Source: an optimization exercise on an open RTL-to-GDS flow (aim: small area). Production flows keep margins and buffers that such runs may drop.
Function was checked by simulation only, so behaviour that the tests miss may differ from the original.

`flow/config.mk`:
```
export PLATFORM = sky130hd
export DESIGN_NAME = m_long_unit
export DESIGN_NICKNAME = m_long_unit
export VERILOG_FILES = /design/flow/design.v
export SDC_FILE = /design/flow/constraint.sdc
export NUM_CORES = 4
export LEC_CHECK = 0
export ABC_AREA = 1
export CAP_MARGIN = 20
export CORE_MARGIN = 2
export CORE_UTILIZATION = 55
export CTS_BUF_LIST = sky130_fd_sc_hd__clkbuf_16
export CTS_CLUSTER_DIAMETER = 60
export CTS_CLUSTER_SIZE = 40
export PLACE_DENSITY = 0.65
export SLEW_MARGIN = 20
```
`flow/constraint.sdc`:
```
create_clock -name core_clock -period 16.0 [get_ports {clk}]
set_input_delay 3.2000 -clock core_clock [delete_from_list [all_inputs] [get_ports {clk}]]
set_output_delay 3.2000 -clock core_clock [all_outputs]
set_load 0.01 [all_outputs]
```
`flow/design.v`:
```
module m_long_unit (
    input  wire        clk,
    input  wire        rst,         
    input  wire        issue,
    input  wire [1:0]  op,
    input  wire [63:0] a,
    input  wire [63:0] b,
    input  wire        dvs_we,      
    input  wire [8:0]  dvs_wdata,
    output wire        ready,
    output reg         done,
    output reg  [63:0] qt,
    output reg  [63:0] rm,
    output reg         rd_we,
    output reg  [63:0] rd_data,
    output wire [8:0]  dvs,
    output reg         fault,
    output reg  [1:0]  fault_cause
);
    function [6:0] lzc64(input [63:0] x);
        reg [63:0] v0;
        reg [31:0] v1; reg [31:0] c1;
        reg [15:0] v2; reg [31:0] c2;
        reg [7:0]  v3; reg [23:0] c3;
        reg [3:0]  v4; reg [15:0] c4;
        reg [1:0]  v5; reg [9:0]  c5;
        integer i;
        begin
            v0 = x;
            for (i = 0; i < 32; i = i + 1) begin
                v1[i] = v0[2*i+1] | v0[2*i];
                c1[i] = !v0[2*i+1];
            end
            for (i = 0; i < 16; i = i + 1) begin
                v2[i] = v1[2*i+1] | v1[2*i];
                c2[2*i +: 2] = v1[2*i+1] ? {1'b0, c1[2*i+1]} : {1'b1, c1[2*i]};
            end
            for (i = 0; i < 8; i = i + 1) begin
                v3[i] = v2[2*i+1] | v2[2*i];
                c3[3*i +: 3] = v2[2*i+1] ? {1'b0, c2[2*(2*i+1) +: 2]} : {1'b1, c2[2*(2*i) +: 2]};
            end
            for (i = 0; i < 4; i = i + 1) begin
                v4[i] = v3[2*i+1] | v3[2*i];
                c4[4*i +: 4] = v3[2*i+1] ? {1'b0, c3[3*(2*i+1) +: 3]} : {1'b1, c3[3*(2*i) +: 3]};
            end
            for (i = 0; i < 2; i = i + 1) begin
                v5[i] = v4[2*i+1] | v4[2*i];
                c5[5*i +: 5] = v4[2*i+1] ? {1'b0, c4[4*(2*i+1) +: 4]} : {1'b1, c4[4*(2*i) +: 4]};
            end
            if (!(v5[1] | v5[0]))
                lzc64 = 7'd64;
            else
                lzc64 = v5[1] ? {2'b00, c5[9:5]} : {2'b01, c5[4:0]};
        end
    endfunction
    function [63:0] cneg(input [63:0] x, input s);
        reg o;
        integer i;
        begin
            o = 1'b0;
            for (i = 0; i < 64; i = i + 1) begin
                cneg[i] = x[i] ^ (s & o);
                o = o | x[i];
            end
        end
    endfunction
    reg        busy;
    reg        dz, ov, dinv, dcy, dzt;
    reg  [5:0] cnt;                  
    assign dvs   = {dzt, 3'b000, dcy, dinv, ov, dz, busy};
    assign ready = !busy || (cnt == 6'd0);
    wire accept  = issue && ready;
    wire finish  = busy && (cnt == 6'd0);
    wire mtdvs   = dvs_we && ready && !issue;
    wire is_div = !op[1];
    wire sgn    = (op == 2'd1);
    wire        na = sgn && a[63];
    wire        nb = sgn && b[63];
    wire [63:0] ax = a ^ {64{na}};       
    wire [63:0] bx = b ^ {64{nb}};
    wire [63:0] n  = cneg(a, na);
    wire pa = na && !(|(ax[63:1] & ~ax[62:0]));
    wire pb = nb && !(|(bx[63:1] & ~bx[62:0]));
    wire [6:0] lz_a = lzc64(ax);
    wire [6:0] lz_b = lzc64(bx);
    wire [7:0] q_raw = {1'b0, lz_b} - {1'b0, lz_a} + {7'd0, pa} - {7'd0, pb} + 8'd1;
    wire [6:0] q     = q_raw[7] ? 7'd0 : q_raw[6:0];
    wire       bzero = (b == 64'd0);
    wire [4:0] s4    = (q + 7'd3) >> 2;           
    reg  [3:0] wsel;
    reg  [4:0] c3;
    integer u, mm, kk, lo, hi, best, bsel;
    always @* begin
        wsel = 4'd0;
        c3   = 5'd0;
        for (u = 1; u < 64; u = u + 1) begin
            best = 99;
            bsel = 0;
            lo   = 3 * ((u + 2) / 3);
            hi   = 15 + 3 * ((u + 3) / 4);
            if (hi > 63) hi = 63;
            for (mm = 0; mm < 16; mm = mm + 1) begin
                kk = (mm % 2) * 6 + ((mm / 2) % 2) * 12 + ((mm / 4) % 2) * 15 + ((mm / 8) % 2) * 42;
                if (kk >= lo && kk <= hi && kk < best) begin
                    best = kk;
                    bsel = mm;
                end
            end
            if (q == u) begin
                wsel = bsel[3:0];
                c3   = best / 3;
            end
        end
    end
    wire       divs  = is_div && !bzero;
    wire       q64   = divs && q[6];
    wire [3:0] ws    = divs ? wsel : 4'd0;
    wire [4:0] cs    = divs ? c3 : 5'd0;
    wire [63:0] r1 = ws[0] ? {n[5:0],   n[63:6]}   : n;
    wire [63:0] r2 = ws[1] ? {r1[11:0], r1[63:12]} : r1;
    wire [63:0] r3 = ws[2] ? {r2[14:0], r2[63:15]} : r2;
    wire [63:0] rot = ws[3] ? {r3[41:0], r3[63:42]} : r3;
    wire [63:0] l1 = ws[0] ? 64'hFFFF_FFFF_FFFF_FFFF >> 6 : 64'hFFFF_FFFF_FFFF_FFFF;
    wire [63:0] l2 = ws[1] ? l1 >> 12 : l1;
    wire [63:0] l3 = ws[2] ? l2 >> 15 : l2;
    wire [63:0] lm = q64 ? 64'd0 : (ws[3] ? l3 >> 42 : l3);
    reg [5:0] lat;
    always @* begin
        if (is_div)
            lat = bzero ? 6'd6 : 6'd6 + {1'b0, s4};
        else
            lat = 6'd10;                 
    end
    reg        r_div, r_na, r_negq, r_bzero, r_bad, r_sub, r_dzt, r_ci, r_ov;
    reg [4:0]  r_m;                  
    reg [63:0] rr;                   
    reg [63:0] nq;                   
    reg [63:0] dd;                   
    reg        dec_c;
    reg [4:0]  sleft;                
    wire [63:0] rs [0:3];
    wire [2:0]  qd;
    assign rs[0] = rr;
    genvar gk;
    generate
        for (gk = 0; gk < 3; gk = gk + 1) begin : g_st
            div_step u_st (.rin(rs[gk]), .nb(nq[63-gk]), .dd(dd), .ci(r_ci),
                           .rout(rs[gk+1]), .q(qd[2-gk]));
        end
    endgenerate
    reg  [7:0]  pair_sum;
    reg         pair_c;
    reg  [4:0]  ds;
    reg  [3:0]  bd;
    integer m;
    always @* begin
        pair_c = dec_c;
        for (m = 0; m < 2; m = m + 1) begin
            bd = r_sub ? (4'd9 - ~dd[4*m +: 4]) : ~dd[4*m +: 4];
            ds = {1'b0, rr[4*m +: 4]} + {1'b0, bd} + {4'd0, pair_c};
            if (ds > 5'd9) begin
                ds     = ds - 5'd10;
                pair_c = 1'b1;
            end else begin
                pair_c = 1'b0;
            end
            pair_sum[4*m +: 4] = ds[3:0];
        end
    end
    wire step = (sleft != 5'd0);
    wire [7:0] da = rr[7:0];
    wire [7:0] db = ~dd[7:0];
    wire       pbad = (da[3] & (da[2] | da[1])) | (da[7] & (da[6] | da[5])) |
                      (db[3] & (db[2] | db[1])) | (db[7] & (db[6] | db[5]));
    wire [4:0] pos  = 5'd16 - {sleft[3:0], 1'b0};       
    wire [4:0] m_nx = (|da[7:4] | |db[7:4]) ? pos + 5'd2 :
                      (|da[3:0] | |db[3:0]) ? pos + 5'd1 : r_m;
    wire       b_nx = r_bad | pbad;
    always @(posedge clk) begin
        if (rst) begin
            busy        <= 1'b0;
            cnt         <= 6'd0;
            sleft       <= 5'd0;
            done        <= 1'b0;
            rd_we       <= 1'b0;
            fault       <= 1'b0;
            fault_cause <= 2'd0;
            qt          <= 64'd0;
            rm          <= 64'd0;
            rd_data     <= 64'd0;
            dz          <= 1'b0;
            ov          <= 1'b0;
            dinv        <= 1'b0;
            dcy         <= 1'b0;
            dzt         <= 1'b0;
        end else begin
            done  <= 1'b0;
            rd_we <= 1'b0;
            fault <= 1'b0;
            if (busy && cnt != 6'd0)
                cnt <= cnt - 6'd1;
            if (step && !r_div && sleft == 5'd1 && !b_nx)
                cnt <= {m_nx, 1'b1};
            if (step)
                sleft <= sleft - 5'd1;
            if (finish) begin
                busy <= 1'b0;
                done <= 1'b1;
                if (r_div) begin
                    qt <= cneg(nq, r_negq);
                    if (r_bzero) begin
                        dz <= 1'b1;
                        if (r_dzt) begin
                            fault       <= 1'b1;
                            fault_cause <= 2'd1;
                        end
                    end
                    if (r_ov)
                        ov <= 1'b1;
                    rm <= cneg(rr, r_na);
                end else begin
                    if (r_bad) begin
                        dinv        <= 1'b1;
                        fault       <= 1'b1;
                        fault_cause <= 2'd2;
                    end else begin
                        rd_data <= rr;
                        rd_we   <= 1'b1;
                        dcy     <= r_sub ? !dec_c : dec_c;
                    end
                end
            end
            if (mtdvs) begin
                dz   <= dvs_wdata[1];
                ov   <= dvs_wdata[2];
                dinv <= dvs_wdata[3];
                dcy  <= dvs_wdata[4];
                dzt  <= dvs_wdata[8];
            end
            if (accept) begin
                busy    <= 1'b1;
                cnt     <= lat - 6'd1;
                sleft   <= is_div ? cs : 5'd8;
            end
        end
    end
    always @(posedge clk) begin
        if (accept) begin
            r_div   <= is_div;
            r_sub   <= op[0];
            r_na    <= na;
            r_negq  <= (na ^ nb) | bzero;
            r_bzero <= bzero;
            r_bad   <= 1'b0;
            r_m     <= 5'd0;
            r_ov    <= q64 && na && nb;
            r_dzt   <= dzt;
            r_ci    <= !nb;
            rr      <= rot & lm;
            nq      <= (rot & ~lm) | {63'd0, bzero};
            dd      <= ~bx;
            dec_c   <= op[0];
        end else if (step) begin
            if (r_div) begin
                rr      <= rs[3];
                nq      <= {nq[60:0], qd};
            end else begin
                rr      <= {pair_sum, rr[63:8]};
                r_bad   <= b_nx;
                r_m     <= m_nx;
                dd      <= {8'hFF, dd[63:8]};
                dec_c   <= pair_c;
            end
        end
    end
endmodule
module bk65 (
    input  wire [64:0] p,
    input  wire [64:0] g,
    input  wire        cin,
    output wire [65:0] c
);
    wire [65*14-1:0] gu;
    wire [65*14-1:0] pu;
    assign gu[64:0] = {g[64:1], g[0] | (p[0] & cin)};
    assign pu[64:0] = p;
    genvar l, i;
    generate
        for (l = 0; l < 7; l = l + 1) begin : g_up
            for (i = 0; i < 65; i = i + 1) begin : g_b
                if (((i + 1) % (2 << l)) == 0) begin : g_n
                    assign gu[65*(l+1)+i] = gu[65*l+i] | (pu[65*l+i] & gu[65*l+i-(1<<l)]);
                    assign pu[65*(l+1)+i] = pu[65*l+i] & pu[65*l+i-(1<<l)];
                end else begin : g_w
                    assign gu[65*(l+1)+i] = gu[65*l+i];
                    assign pu[65*(l+1)+i] = pu[65*l+i];
                end
            end
        end
        for (l = 5; l >= 0; l = l - 1) begin : g_dn
            for (i = 0; i < 65; i = i + 1) begin : g_b
                if (i >= (3 << l) - 1 && ((i + 1 - (3 << l)) % (2 << l)) == 0) begin : g_n
                    assign gu[65*(13-l)+i] = gu[65*(12-l)+i] | (pu[65*(12-l)+i] & gu[65*(12-l)+i-(1<<l)]);
                    assign pu[65*(13-l)+i] = pu[65*(12-l)+i] & pu[65*(12-l)+i-(1<<l)];
                end else begin : g_w
                    assign gu[65*(13-l)+i] = gu[65*(12-l)+i];
                    assign pu[65*(13-l)+i] = pu[65*(12-l)+i];
                end
            end
        end
    endgenerate
    assign c = {gu[65*13 +: 65], cin};
endmodule
module div_step (
    input  wire [63:0] rin,
    input  wire        nb,
    input  wire [63:0] dd,
    input  wire        ci,
    output wire [63:0] rout,
    output wire        q
);
    wire [64:0] x = {rin, nb};
    wire [64:0] p = x ^ {1'b1, dd};
    wire [64:0] g = x & {1'b1, dd};
    wire [65:0] c;
    bk65 u_bk (.p(p), .g(g), .cin(ci), .c(c));
    assign q    = c[65];
    assign rout = q ? (p[63:0] ^ c[63:0]) : x[63:0];
endmodule
```
`flow/flow/run.sh`:
```
#!/bin/bash
set -euo pipefail
bash standard.sh "BUFFER_PORTS_ARGS=-buffer_cell sky130_fd_sc_hd__buf_1" finish > standard_make.log 2>&1
```
`flow/standard.sh`:
```
#!/bin/bash
# synth_recipe.tcl (not shown) runs the flow's synth.tcl, then flattens the netlist and writes it again
# the make line also repeats each setting of config.mk as NAME=value (left out here)
make -C /OpenROAD-flow-scripts/flow DESIGN_CONFIG=/design/flow/config.mk WORK_HOME=/design/flow/orfs CLKGATE_MAP_FILE= SYNTH_SCRIPT=/design/flow/synth_recipe.tcl "${@:-finish}"
```
==> results of run 1 <==
==> critical path: cells and delay by family (launching register included) <==
| kind | cells | cell delay (ns) |
|---|---|---|
| adder cells (fa/ha/maj) | 5 | 1.49 |
| XOR/XNOR | 1 | 0.14 |
| buffers and inverters | 14 | 1.86 |
| AO/OA/AOI/OAI | 33 | 5.69 |
| flip-flops | 1 | 0.46 |
| AND/OR/NAND/NOR | 51 | 4.99 |
==> sequential cells by signal, indices dropped and copies added, names as in the netlist, 2 cells and up <==
register / count
fault_cause: 2
qt: 64
cnt: 6
sleft: 5
nq: 64
rr: 64
dd: 64
r_m: 5
rm: 64
rd_data: 64
==> synthesized netlist by cell type, types with 5 or more instances <==
library cell | instances | share of area, %
nand2_1 | 1098 | 11
inv_1 | 703 | 6.9
o21ai_0 | 582 | 7.6
nor2_1 | 449 | 4.4
nand3_1 | 284 | 3.7
a21oi_1 | 279 | 3.7
ha_1 | 224 | 7.3
dfxtp_1 | 220 | 12
edfxtp_1 | 201 | 16
xor2_1 | 173 | 4.0
clkbuf_1 | 171 | 1.7
o211ai_1 | 124 | 2.4
fa_1 | 106 | 5.6
xnor2_1 | 101 | 2.3
o221ai_1 | 73 | 1.7
nand4_1 | 50 | 0.82
nor3_1 | 40 | 0.52
or2_2 | 37 | 0.61
nor4_1 | 34 | 0.56
buf_1 | 33 | 0.32
a31oi_1 | 32 | 0.52
a221oi_1 | 30 | 0.69
mux2i_1 | 30 | 0.79
a21o_1 | 27 | 0.53
o21ai_1 | 25 | 0.33
nor2_2 | 23 | 0.38
buf_2 | 22 | 0.29
o21bai_1 | 22 | 0.43
nor2_4 | 19 | 0.56
o22ai_1 | 19 | 0.31
buf_4 | 12 | 0.24
o21a_1 | 12 | 0.24
nand2_2 | 11 | 0.18
a211oi_1 | 9 | 0.18
nand4_2 | 9 | 0.30
nand4_4 | 7 | 0.39
clkinv_1 | 5 | 0.049
inv_2 | 5 | 0.049
o31ai_1 | 5 | 0.098
==> what timing repair did <==
item                       CTS  global route
pin swaps                    0             6
resized for setup            4            34
gates cloned                 0             1
setup endpoints to repair   14            65
buffers inserted             0             4
==> through the flow <==
| stage | utilization, % | cells | setup slack [ns] | TNS, ns | area, um^2 |
|---|---|---|---|---|---|
| after floorplan | - | 5355 | 1.02 | 0 | 38200 |
| after global routing | 61.8 | 6617 | -0.0418 | -0.0642 | 42400 |
| after CTS | 61.6 | 6611 | 0.0998 | 0 | 42200 |
| after detailed placement | 59.7 | 6546 | -0.126 | -0.476 | 41000 |
| final | 61.8 | 6620 | 1.10 | 0 | 42400 |
| after global placement | 59.7 | 6546 | 0.158 | 0 | 41000 |
==> final timing paths <==
check / end / from / slack, ns
worst max register to register: rr[57] / dd[0] / 1.10
worst min-delay path: ov / ov / 0.47
worst min register to register: ov / ov / 0.47
worst max-delay path: rr[57] / dd[0] / 1.10
==> cells by family after synthesis <==
kind of cell             count (synthesis)  synth area share [%]
flip-flops                             421                  27.4
adder cells (fa/ha/maj)                330                  12.9
XOR/XNOR                               274                  6.29
multiplexers                            30                 0.787
AND/OR/NAND/NOR                       2074                  23.5
buffers and inverters                  955                  9.68
other                                    1               0.00983
AO/OA/AOI/OAI                         1268                  19.4
==> cell type report <==
cell class              count  area (um^2)  share of cell area [%]
flip-flops and latches    421        10400                    24.6
inverters                 713         2680                    6.33
multi-input cells        3980        24300                    57.2
repair buffers            506         2580                    6.08
diodes                      4         10.0                  0.0236
clock inverters            26          280                   0.661
well taps                 931         1160                    2.75
clock buffers              39          976                    2.30
==> routing by layer <==
layer / up-vias / GRT usage (%)
met5: - / 0
met4: 6 / 17.3
met3: 292 / 7.30
met2: 2078 / 56.0
met1: 18300 / 58.2
li1: 18600 / -
==> results.py, run 1 <==
metrics = {
    "outcome": {
        "status": "complete, no violations",
    },
    "timing": {
        "setup_viol": 0,
        "timing.fmax_ghz": 0.0671,
        "fin_hold_ws_ns": 0.471,
        "tightest_slew_ns": 1.39,
        "finalHoldViolations": 0,
        "relSlewSlack_pct": 7.39,
        "maxSlewViolCount": 0,
        "period_minus_slack_ns": 14.90,
        "fin_crit_sh_pct": 93.2,
        "skew_ns": 0.0334,
    },
    "route": {
        "viasPerCell": 5.92,
        "wl_met1_mm": 62.4,
        "drcViolationCount": 0,
        "firstDrtPassIters": 6,
        "drtIter0Drc": 5342,
        "vias": 39200,
        "dr.max_layer_used": "met5",
        "wl_met3_mm": 16.8,
        "wl_per_cell_um": 21.9,
        "wirelength_mm": 145,
        "ant_nets": 0,
        "wl_met2_mm": 58.9,
    },
    "placement": {
        "hpwl_mm": 116,
        "gp_congestion": 1.03,
        "io_buffers": 342,
    },
    "floorplanning": {
        "boundaryPins": 350,
        "dieWidth_um": 267,
        "core_area_mm2": 0.0686,
        "row_count": 96,
        "start_util_pct": 55.6,
        "dieHeight_um": 267,
        "die_area_mm2": 0.0715,
    },
    "setup_path": {
        "arrival_ns": 15.23,
        "critPathCaptureType": "register",
        "cpMostUsedCell": "nand2_1",
        "critPathLaunchType": "register",
        "r2r_cells": 104,
        "max_stage_delay_ns": 0.46,
        "cp.required_ns": 16.33,
        "slowest_stage": "edfxtp_1",
        "crit_type": "reg -> reg",
        "cp_max_fo": 28,
    },
    "global_route": {
        "antenna_found_initial": 12,
        "grt_usage_pct": 39.5,
        "grt_max_degree": 121,
        "grt_overflow": 0,
        "grt_pass1_vias": 34500,
        "grt_pass1_wl_mm": 212,
    },
    "synthesis": {
        "synthArstFlopShare_pct": 0,
        "synth_edf_count": 201,
        "synthesis.area_mm2": 0.0382,
        "synth-main-ff-cell": "dfxtp_1",
        "yosysSeqAreaShare_pct": 27.4,
        "ys_types": 66,
        "yosysWarnings": 1,
        "syn_area_per_cell_um2": 7.13,
        "netlist_instances": 5353,
        "ys_ff_latch": 421,
    },
    "clock_tree": {
        "ctsHoldBuffers": 0,
        "htreeDepth": 2,
        "cts-buffers-inserted": 36,
        "path_clk_slew_ns": 0.08,
        "tritoncts": "done",
        "cts-root-buf": "clkbuf_16",
        "clock_latency_ns": 0.60,
        "cts_buffer_depth": 3,
        "cts_num_sinks": 421,
    },
    "final_layout": {
        "layout-drive-gt1-share_pct": 6.95,
        "final_cell_mix": "nand2_1 (1092), inv_1 (704), o21ai_0 (572), nor2_1 (441), buf_1 (341)",
        "area_growth_syn_to_layout_pct": 11.1,
        "final_common_cell": "nand2_1",
        "fillers": 6453,
        "num-nets-final": 6131,
    },
    "flow_run": {
        "drv_cap": 0,
    },
    "worst_hold_path": {
        "hold_class": "reg -> reg",
        "min_path_cells": 2,
    },
}
==> run 2, diff against run 1 <==
--- a/flow/design.v
+++ b/flow/design.v
@@ -54,12 +54,12 @@
         end
     endfunction
-    function [63:0] cneg(input [63:0] x, input s);
-        reg o;
+    function [63:0] xinc(input [63:0] x, input s, input c);
+        reg z;
         integer i;
         begin
-            o = 1'b0;
+            z = 1'b0;
             for (i = 0; i < 64; i = i + 1) begin
-                cneg[i] = x[i] ^ (s & o);
-                o = o | x[i];
+                xinc[i] = x[i] ^ s ^ (c & !z);
+                z = z | (x[i] ~^ s);
             end
         end
@@ -79,5 +79,5 @@
     wire [63:0] ax = a ^ {64{na}};       
     wire [63:0] bx = b ^ {64{nb}};
-    wire [63:0] n  = cneg(a, na);
+    wire        negq = na ^ nb;
     wire pa = na && !(|(ax[63:1] & ~ax[62:0]));
     wire pb = nb && !(|(bx[63:1] & ~bx[62:0]));
@@ -90,20 +90,30 @@
     reg  [3:0] wsel;
     reg  [4:0] c3;
-    integer u, mm, kk, lo, hi, best, bsel;
+    integer u, mm, kk, lo, hi, best, bsel, best2, bsel2;
     always @* begin
         wsel = 4'd0;
         c3   = 5'd0;
         for (u = 1; u < 64; u = u + 1) begin
-            best = 99;
-            bsel = 0;
-            lo   = 3 * ((u + 2) / 3);
-            hi   = 15 + 3 * ((u + 3) / 4);
+            best  = 99;
+            bsel  = 0;
+            best2 = 99;
+            bsel2 = 0;
+            lo    = 3 * ((u + 2) / 3);
+            hi    = 15 + 3 * ((u + 3) / 4);
             if (hi > 63) hi = 63;
             for (mm = 0; mm < 16; mm = mm + 1) begin
-                kk = (mm % 2) * 6 + ((mm / 2) % 2) * 12 + ((mm / 4) % 2) * 15 + ((mm / 8) % 2) * 42;
+                kk = (mm % 2) * 6 + ((mm / 2) % 2) * 21 + ((mm / 4) % 2) * 24 + ((mm / 8) % 2) * 33;
                 if (kk >= lo && kk <= hi && kk < best) begin
                     best = kk;
                     bsel = mm;
                 end
+                if (kk > u && kk <= hi && kk < best2) begin
+                    best2 = kk;
+                    bsel2 = mm;
+                end
+            end
+            if (best2 != 99) begin
+                best = best2;
+                bsel = bsel2;
             end
             if (q == u) begin
@@ -117,12 +127,14 @@
     wire [3:0] ws    = divs ? wsel : 4'd0;
     wire [4:0] cs    = divs ? c3 : 5'd0;
-    wire [63:0] r1 = ws[0] ? {n[5:0],   n[63:6]}   : n;
-    wire [63:0] r2 = ws[1] ? {r1[11:0], r1[63:12]} : r1;
-    wire [63:0] r3 = ws[2] ? {r2[14:0], r2[63:15]} : r2;
-    wire [63:0] rot = ws[3] ? {r3[41:0], r3[63:42]} : r3;
+    wire [63:0] r1 = ws[0] ? {a[5:0],   a[63:6]}   : a;
+    wire [63:0] r2 = ws[1] ? {r1[20:0], r1[63:21]} : r1;
+    wire [63:0] r3 = ws[2] ? {r2[23:0], r2[63:24]} : r2;
+    wire [63:0] rot = ws[3] ? {r3[32:0], r3[63:33]} : r3;
     wire [63:0] l1 = ws[0] ? 64'hFFFF_FFFF_FFFF_FFFF >> 6 : 64'hFFFF_FFFF_FFFF_FFFF;
-    wire [63:0] l2 = ws[1] ? l1 >> 12 : l1;
-    wire [63:0] l3 = ws[2] ? l2 >> 15 : l2;
-    wire [63:0] lm = q64 ? 64'd0 : (ws[3] ? l3 >> 42 : l3);
+    wire [63:0] l2 = ws[1] ? l1 >> 21 : l1;
+    wire [63:0] l3 = ws[2] ? l2 >> 24 : l2;
+    wire [63:0] lm = q64 ? 64'd0 : (ws[3] ? l3 >> 33 : l3);
+    wire       d1    = (lz_b == 7'd63 && !pb) || (lz_b == 7'd64 && pb);
+    wire       sp0   = na && d1;
     reg [5:0] lat;
     always @* begin
@@ -132,5 +144,6 @@
             lat = 6'd10;                 
     end
-    reg        r_div, r_na, r_negq, r_bzero, r_bad, r_sub, r_dzt, r_ci, r_ov;
+    reg        r_div, r_na, r_negq, r_bzero, r_bad, r_sub, r_dzt, r_ci, r_ov, r_q64;
+    reg        r_sp;                 
     reg [4:0]  r_m;                  
     reg [63:0] rr;                   
@@ -141,10 +154,14 @@
     wire [63:0] rs [0:3];
     wire [2:0]  qd;
-    assign rs[0] = rr;
+    wire [3:0]  spc;
+    wire [2:0]  zs;
+    assign rs[0]  = rr;
+    assign spc[0] = r_sp;
     genvar gk;
     generate
         for (gk = 0; gk < 3; gk = gk + 1) begin : g_st
-            div_step u_st (.rin(rs[gk]), .nb(nq[63-gk]), .dd(dd), .ci(r_ci),
-                           .rout(rs[gk+1]), .q(qd[2-gk]));
+            div_step u_st (.rin(rs[gk]), .nb(nq[63-gk]), .dd(dd), .ci(r_ci), .cm(r_na),
+                           .rout(rs[gk+1]), .q(qd[2-gk]), .z(zs[gk]));
+            assign spc[gk+1] = qd[2-gk] ? (spc[gk] & !nq[63-gk]) : zs[gk];
         end
     endgenerate
@@ -208,5 +225,6 @@
                 done <= 1'b1;
                 if (r_div) begin
-                    qt <= cneg(nq, r_negq);
+                    qt <= xinc(nq, r_bzero | (r_negq ^ (r_q64 & r_na)),
+                               !r_bzero & (r_negq ^ (r_na & r_sp)));
                     if (r_bzero) begin
                         dz <= 1'b1;
@@ -218,5 +236,5 @@
                     if (r_ov)
                         ov <= 1'b1;
-                    rm <= cneg(rr, r_na);
+                    rm <= (r_na && r_sp && !r_bzero) ? 64'd0 : rr;
                 end else begin
                     if (r_bad) begin
@@ -250,5 +268,7 @@
             r_sub   <= op[0];
             r_na    <= na;
-            r_negq  <= (na ^ nb) | bzero;
+            r_negq  <= negq;
+            r_q64   <= q64;
+            r_sp    <= sp0;
             r_bzero <= bzero;
             r_bad   <= 1'b0;
@@ -256,8 +276,8 @@
             r_ov    <= q64 && na && nb;
             r_dzt   <= dzt;
-            r_ci    <= !nb;
-            rr      <= rot & lm;
-            nq      <= (rot & ~lm) | {63'd0, bzero};
-            dd      <= ~bx;
+            r_ci    <= !negq;
+            rr      <= (rot & lm) | (~lm & {64{na}});
+            nq      <= rot & ~lm;
+            dd      <= b ^ {64{!negq}};
             dec_c   <= op[0];
         end else if (step) begin
@@ -265,4 +285,5 @@
                 rr      <= rs[3];
                 nq      <= {nq[60:0], qd};
+                r_sp    <= spc[3];
             end else begin
                 rr      <= {pair_sum, rr[63:8]};
@@ -317,13 +338,17 @@
     input  wire [63:0] dd,
     input  wire        ci,
+    input  wire        cm,           
     output wire [63:0] rout,
-    output wire        q
+    output wire        q,
+    output wire        z             
 );
     wire [64:0] x = {rin, nb};
-    wire [64:0] p = x ^ {1'b1, dd};
-    wire [64:0] g = x & {1'b1, dd};
+    wire [64:0] p = x ^ {!cm, dd};
+    wire [64:0] g = x & {!cm, dd};
     wire [65:0] c;
     bk65 u_bk (.p(p), .g(g), .cin(ci), .c(c));
-    assign q    = c[65];
-    assign rout = q ? (p[63:0] ^ c[63:0]) : x[63:0];
+    wire [64:0] s = p ^ c[64:0];
+    assign q    = c[65] ^ cm;
+    assign z    = ~|s;
+    assign rout = q ? s[63:0] : x[63:0];
 endmodule
--- a/flow/config.mk
+++ b/flow/config.mk
@@ -9,8 +9,5 @@
 export CAP_MARGIN = 20
 export CORE_MARGIN = 2
-export CORE_UTILIZATION = 55
-export CTS_BUF_LIST = sky130_fd_sc_hd__clkbuf_16
-export CTS_CLUSTER_DIAMETER = 60
-export CTS_CLUSTER_SIZE = 40
-export PLACE_DENSITY = 0.65
+export CORE_UTILIZATION = 58
+export PLACE_DENSITY = 0.68
 export SLEW_MARGIN = 20
==> run 2 against run 1 <==
Compared with the run above:
- now fails the layout checks on setup timing
- wire length up 2.6%
- setup slack worse by 2.9 ns
- critical path type unchanged
- via count up 1.8%
- die area down 6.9%
- maximum frequency down 16%
- register-to-register slack worse by 2.9 ns
- sequential share of layout area down 1.4 points
==> results.py, run 2 <==
metrics = {
    "clock_tree": {
        "path_clk_slew_ns": 0.07,
        "cts_num_sinks": 423,
        "clock_latency_ns": 0.61,
        "htreeDepth": 2,
        "cts_buffer_depth": 3,
        "cts-buffers-inserted": 46,
        "cts-root-buf": "clkbuf_16",
        "tritoncts": "done",
    },
    "timing": {
        "finalHoldViolations": 0,
        "setup_viol": 66,
        "skew_ns": 0.0376,
        "timing.fmax_ghz": 0.0561,
        "fin_ws_ns": -1.82,
        "tightest_slew_ns": 1.15,
        "fin_crit_sh_pct": 111,
        "period_minus_slack_ns": 17.82,
        "rsz0062_at_grt": "yes",
        "fin_hold_ws_ns": 0.463,
        "tns_ns": -94.16,
        "relSlewSlack_pct": 21.1,
        "maxSlewViolCount": 0,
    },
    "outcome": {
        "status": "failed layout checks",
        "so_faults": "setup timing",
    },
    "synthesis": {
        "ys_types": 62,
        "synth-main-ff-cell": "dfxtp_1",
        "ys_ff_latch": 423,
        "yosysWarnings": 1,
        "synthesis.area_mm2": 0.0374,
        "syn_area_per_cell_um2": 7.40,
        "yosysSeqAreaShare_pct": 28.1,
        "netlist_instances": 5055,
        "synth.top_cell.area_share_pct": 16.3,
        "synthArstFlopShare_pct": 0,
        "synth_edf_count": 203,
        "yosysTopAreaCell": "edfxtp_1",
        "yosysMostFrequentCell": "nand2_1",
        "synth_common_cells": "nand2_1 (942), o21ai_0 (733), inv_1 (574), nor2_1 (337), a21oi_1 (301)",
        "synth_area_leaders": "edfxtp_1 (16%), dfxtp_1 (12%), o21ai_0 (9.8%), nand2_1 (9.4%), ha_1 (7.5%)",
    },
    "setup_path": {
        "critPathTopFamily": "buffers and inverters",
        "arrival_ns": 18.27,
        "slowest_stage": "fa_2",
        "critPathCaptureType": "register",
        "critPathBufInv": 55,
        "critPathLaunchType": "register",
        "cp_max_fo": 7,
        "max_stage_delay_ns": 0.59,
        "cpMostUsedCell": "buf_4",
        "crit_type": "reg -> reg",
        "cp.required_ns": 16.46,
    },
    "final_layout": {
        "seq_area_mm2": 0.0105,
        "finish.utilization_pct": 70.6,
        "final_common_cell": "nand2_1",
        "num-nets-final": 6158,
        "area_growth_syn_to_layout_pct": 20.9,
        "antennaDiodeCount": 0,
        "final_cell_mix": "nand2_1 (910), o21ai_0 (665), inv_1 (560), buf_4 (449), buf_1 (341)",
        "fillers": 5472,
        "layout-drive-gt1-share_pct": 14.0,
        "multi_input_comb_area_mm2": 0.0247,
    },
    "floorplanning": {
        "row_count": 93,
        "dieHeight_um": 258,
        "core_area_mm2": 0.0641,
        "boundaryPins": 350,
        "start_util_pct": 58.4,
        "dieWidth_um": 258,
        "die_area_mm2": 0.0666,
    },
    "global_route": {
        "antenna_found_initial": 6,
        "grt_overflow": 0,
        "grt_pass1_vias": 35900,
        "grt_pass1_wl_mm": 215,
        "grt_usage_pct": 42.5,
        "grt_max_degree": 194,
    },
    "route": {
        "vias": 39900,
        "wirelength_mm": 149,
        "ant_nets": 0,
        "firstDrtPassIters": 9,
        "drcViolationCount": 0,
        "drtIter0Drc": 5945,
        "viasPerCell": 6.07,
        "wl_per_cell_um": 22.7,
    },
    "placement": {
        "gp_congestion": 1.08,
        "dp_worst_setup_slack_ns": -1.89,
        "io_buffers": 342,
        "hpwl_mm": 114,
    },
    "flow_run": {
        "drv_cap": 0,
    },
    "worst_hold_path": {
        "hold_class": "reg -> reg",
    },
}
==> run 2: changes by cell type after synthesis, sizes merged, moves of 24 or more <==
cell    change
nor2      -142
nand4      +24
inv       -129
o221ai     -41
o211ai     -78
nand3     -111
or2        -34
clkbuf     +41
nand2     -164
o22ai      +53
buf        -38
o21ai     +125
xor2      +105
==> run 2: final cells by class <==
cell class	instances	area share, %
multi-input combinational	3805	54.7
sequential	423	23.2
timing repair buffer	822	11.4
inverter	584	4.92
clock buffer	64	2.86
tap	855	2.36
clock inverter	21	0.495
timing repair inverter	1	0.0249
==> run 2: logic make-up after synthesis <==
logic type / after synthesis / share of synthesized area, %
muxes: 39 / 1.04
adders and majority gates: 332 / 13.3
other: 1 / 0.0100
AOI/OAI and AO/OA: 1356 / 20.3
and+or+nand+nor: 1677 / 19.6
buffers and inverters: 829 / 8.45
xor gates and xnor gates: 398 / 9.32
DFF: 423 / 28.1
==> run 2: per-layer routing <==
metal  track usage [%]  vias up  wire length [um]
met5                 0        -                42
met4              21.4        6              9050
met3              11.8      543             20300
met2              61.2     2552             61600
met1              58.2    18400             58000
li1                  -    18500                 -
==> run 2: worst paths after layout <==
check             startpoint      to  slack [ns]  cells past startpoint
hold / removal        rm[59]  rm[59]        0.46                      2
hold reg to reg       rm[59]  rm[59]        0.46                      2
setup / recovery        r_ci    r_sp       -1.82                    125
setup reg to reg        r_ci    r_sp       -1.82                    125
==> run 2: what timing repair did <==
action                     in CTS  in global routing
gates cloned                    1                  6
resized for setup              84                131
buffers inserted              112                 29
pin swaps                      80                 92
hold buffers                    0                  0
setup endpoints to repair      66                 66
==> run 2: worst reg2reg max path, delay by kind of cell (launching register included) <==
| family | cells | cell delay [ns] |
|---|---|---|
| AND/OR/NAND/NOR | 38 | 4.06 |
| AO/OA/AOI/OAI | 25 | 4.08 |
| adder cells (fa/ha/maj) | 7 | 2.73 |
| flip-flops | 1 | 0.38 |
| buffers and inverters | 55 | 6.41 |
==> run 2: metrics by stage <==
step                      area, um^2  std cells
after floorplan                37900       5057
after global placement         41800       6343
after detailed placement       41800       6343
after CTS                      44500       6541
after global routing           45200       6575
final                          45200       6575
==> run 3, diff against run 2 <==
--- a/flow/config.mk
+++ b/flow/config.mk
@@ -9,5 +9,5 @@
 export CAP_MARGIN = 20
 export CORE_MARGIN = 2
-export CORE_UTILIZATION = 58
-export PLACE_DENSITY = 0.68
+export CORE_UTILIZATION = 50
+export PLACE_DENSITY = 0.6
 export SLEW_MARGIN = 20
==> run 3 against run 2 <==
Compared with the run above:
- the layout still fails its checks (setup timing)
- via count decreased by 1.3%
- first-iteration DRC count fell by 18%
- critical path type unchanged
- sequential share of layout area fell by 0.59 points
- cell count rose by 2.4%
- clock skew decreased by 0.013 ns
- core utilization decreased by 8.1 points
- largest cell class unchanged
- register-to-register slack improved by 0.44 ns
- synthesized area unchanged
- global-route usage down 3.8 points
- highest routed layer is now met4
==> results.py, run 3 <==
metrics = {
    "outcome": {
        "status": "failed layout checks",
        "so_faults": "setup timing",
    },
    "setup_path": {
        "cpMostUsedCell": "buf_4",
        "cp_max_fo": 7,
        "slowest_stage": "nor4_1",
        "cp.required_ns": 16.49,
        "arrival_ns": 17.87,
        "r2r_cells": 121,
        "critPathCaptureType": "register",
        "crit_type": "reg -> reg",
        "max_stage_delay_ns": 0.46,
        "critPathLaunchType": "register",
    },
    "route": {
        "firstDrtPassIters": 6,
        "ant_nets": 0,
        "wirelength_mm": 155,
        "vias": 39400,
        "viasPerCell": 5.85,
        "drtIter0Drc": 4887,
        "drcViolationCount": 0,
        "wl_per_cell_um": 23.0,
    },
    "synthesis": {
        "synth_common_cells": "nand2_1 (942), o21ai_0 (733), inv_1 (574), nor2_1 (337), a21oi_1 (301)",
        "synth_area_leaders": "edfxtp_1 (16%), dfxtp_1 (12%), o21ai_0 (9.8%), nand2_1 (9.4%), ha_1 (7.5%)",
        "yosysTopAreaCell": "edfxtp_1",
        "netlist_instances": 5055,
        "synthArstFlopShare_pct": 0,
        "synth_edf_count": 203,
        "syn_area_per_cell_um2": 7.40,
        "synth.top_cell.area_share_pct": 16.3,
        "yosysMostFrequentCell": "nand2_1",
        "ys_ff_latch": 423,
        "synth-main-ff-cell": "dfxtp_1",
        "yosysSeqAreaShare_pct": 28.1,
        "yosysWarnings": 1,
        "ys_types": 62,
        "synthesis.area_mm2": 0.0374,
    },
    "floorplanning": {
        "start_util_pct": 50.3,
        "die_area_mm2": 0.0770,
        "core_area_mm2": 0.0743,
        "row_count": 100,
        "dieWidth_um": 278,
        "boundaryPins": 350,
        "dieHeight_um": 278,
    },
    "clock_tree": {
        "clock_latency_ns": 0.64,
        "cts-buffers-inserted": 53,
        "ctsHoldBuffers": 0,
        "cts-root-buf": "clkbuf_16",
        "tritoncts": "done",
        "cts_buffer_depth": 3,
        "htreeDepth": 2,
        "cts_num_sinks": 423,
        "path_clk_slew_ns": 0.06,
    },
    "final_layout": {
        "final_common_cell": "nand2_1",
        "finish.utilization_pct": 62.5,
        "area_growth_syn_to_layout_pct": 24.1,
        "final_cell_mix": "nand2_1 (910), o21ai_0 (664), inv_1 (561), buf_4 (469), buf_1 (341)",
        "layout-drive-gt1-share_pct": 15.3,
        "num-nets-final": 6193,
    },
    "global_route": {
        "grt_max_degree": 119,
        "grt_overflow": 0,
        "antenna_found_initial": 1,
        "grt_pass1_wl_mm": 226,
        "grt_pass1_vias": 36400,
        "grt_usage_pct": 38.7,
    },
    "worst_hold_path": {
        "min_path_cells": 2,
        "hold_class": "reg -> reg",
    },
    "timing": {
        "tightest_slew_ns": 1.10,
        "fin_crit_sh_pct": 109,
        "relSlewSlack_pct": 26.1,
        "rsz0062_at_grt": "yes",
        "setup_viol": 66,
        "skew_ns": 0.0251,
        "finalHoldViolations": 0,
        "maxSlewViolCount": 0,
        "fin_ws_ns": -1.38,
        "fin_hold_ws_ns": 0.460,
        "tns_ns": -75.47,
        "timing.fmax_ghz": 0.0575,
        "period_minus_slack_ns": 17.38,
    },
    "placement": {
        "gp_congestion": 1.05,
        "io_buffers": 342,
        "hpwl_mm": 120,
    },
    "flow_run": {
        "drv_cap": 0,
    },
}
## run 3: cell counts after synthesis
No cell type changed its count.
## run 3: critical path, delay by kind of cell, from the launching register on
| kind | cells | cell delay, ns |
|---|---|---|
| AOI/OAI and AO/OA | 38 | 6.12 |
| xor gates and xnor gates | 1 | 0.17 |
| adders and majority gates | 7 | 2.35 |
| buffers and inverters | 39 | 4.20 |
| DFF | 1 | 0.40 |
| and+or+nand+nor | 36 | 3.96 |
## run 3: area by class of cell
| class | instances | area, um^2 |
|---|---|---|
| Timing Repair inverter | 3 | 31.3 |
| Multi-Input combinational cell | 3806 | 25000 |
| Sequential cell | 423 | 10500 |
| Fill cell | 6853 | 27900 |
| Antenna cell | 2 | 5.00 |
| Clock buffer | 72 | 1700 |
| Clock inverter | 28 | 253 |
| Timing Repair Buffer | 847 | 5450 |
| Inverter | 584 | 2230 |
| Tap cell | 969 | 1210 |
## run 3: repair_timing
| item | in CTS | in global routing |
|---|---|---|
| gates cloned | 9 | 8 |
| resized for setup | 123 | 160 |
| pin swaps | 92 | 134 |
| setup endpoints to repair | 66 | 66 |
| buffers inserted | 104 | 32 |
## run 3: final timing paths
| check | start | end | slack (ns) |
|---|---|---|---|
| hold reg to reg | rm[16] | rm[16] | 0.46 |
| setup reg to reg | nq[63] | r_sp | -1.38 |
| hold / removal | rm[16] | rm[16] | 0.46 |
| setup / recovery | nq[63] | r_sp | -1.38 |
## run 3: logic make-up after synthesis
logic type / after synthesis / share of synthesized area [%]
and+or+nand+nor: 1677 / 19.6
AOI/OAI and AO/OA: 1356 / 20.3
buffers and inverters: 829 / 8.45
DFF: 423 / 28.1
xor gates and xnor gates: 398 / 9.32
adders and majority gates: 332 / 13.3
muxes: 39 / 1.04
other: 1 / 0.0100
## run 3: per-stage QoR
step	cell area, um^2	cells	worst slack [ns]
4_1_cts	45500	6697	-0.820
6_report	46400	6734	-1.38
5_1_grt	46400	6733	-2.35
2_1_floorplan	37900	5057	-0.336
3_3_place_gp	42100	6484	-1.64
3_5_place_dp	42100	6484	-1.91
## run 3: layer usage
metal | GRT usage (%) | share of wire, % | vias up
met3 | 8.34 | 11 | 361
met1 | 54.0 | 42 | 18500
li1 | - | - | 18600
met5 | 0 | 0 | -
met4 | 17.9 | 5.4 | 0
met2 | 57.1 | 42 | 2008

## separate check: timing with driven ports
In the flow no input, the clock included, has a driving cell. The finished layouts below were timed again as built, in two steps. Step 1 (the two cells are an assumption about what drives the block):
set clk [get_ports {clk}]
set_driving_cell -lib_cell sky130_fd_sc_hd__clkbuf_16 $clk
set_driving_cell -lib_cell sky130_fd_sc_hd__buf_2 [delete_from_list [all_inputs] $clk]
Step 2, shift: input delay + t, output delay - t, t = (earliest + latest rising clock arrival at the registers) / 2. This alone moves slack from input paths to output paths. a / b / c = no drivers / after step 1 / after step 2; a / b = the first two.
| run | t, ns | slack for setup (ns) | hold WS [ns] | worst register clock-pin slew, ns | worst data-port slew with drivers (ns) |
|---|---|---|---|---|---|
| run 1 | 0.650 | 1.095 / 1.095 / 1.095 | 0.471 / 0.471 / 0.471 | 0.09 / 0.09 | 0.09 |
| run 2 | 0.655 | -1.816 / -1.816 / -1.816 | 0.463 / 0.463 / 0.463 | 0.07 / 0.07 | 0.09 |
| run 3 | 0.692 | -1.381 / -1.381 / -1.381 | 0.460 / 0.460 / 0.460 | 0.07 / 0.07 | 0.09 |
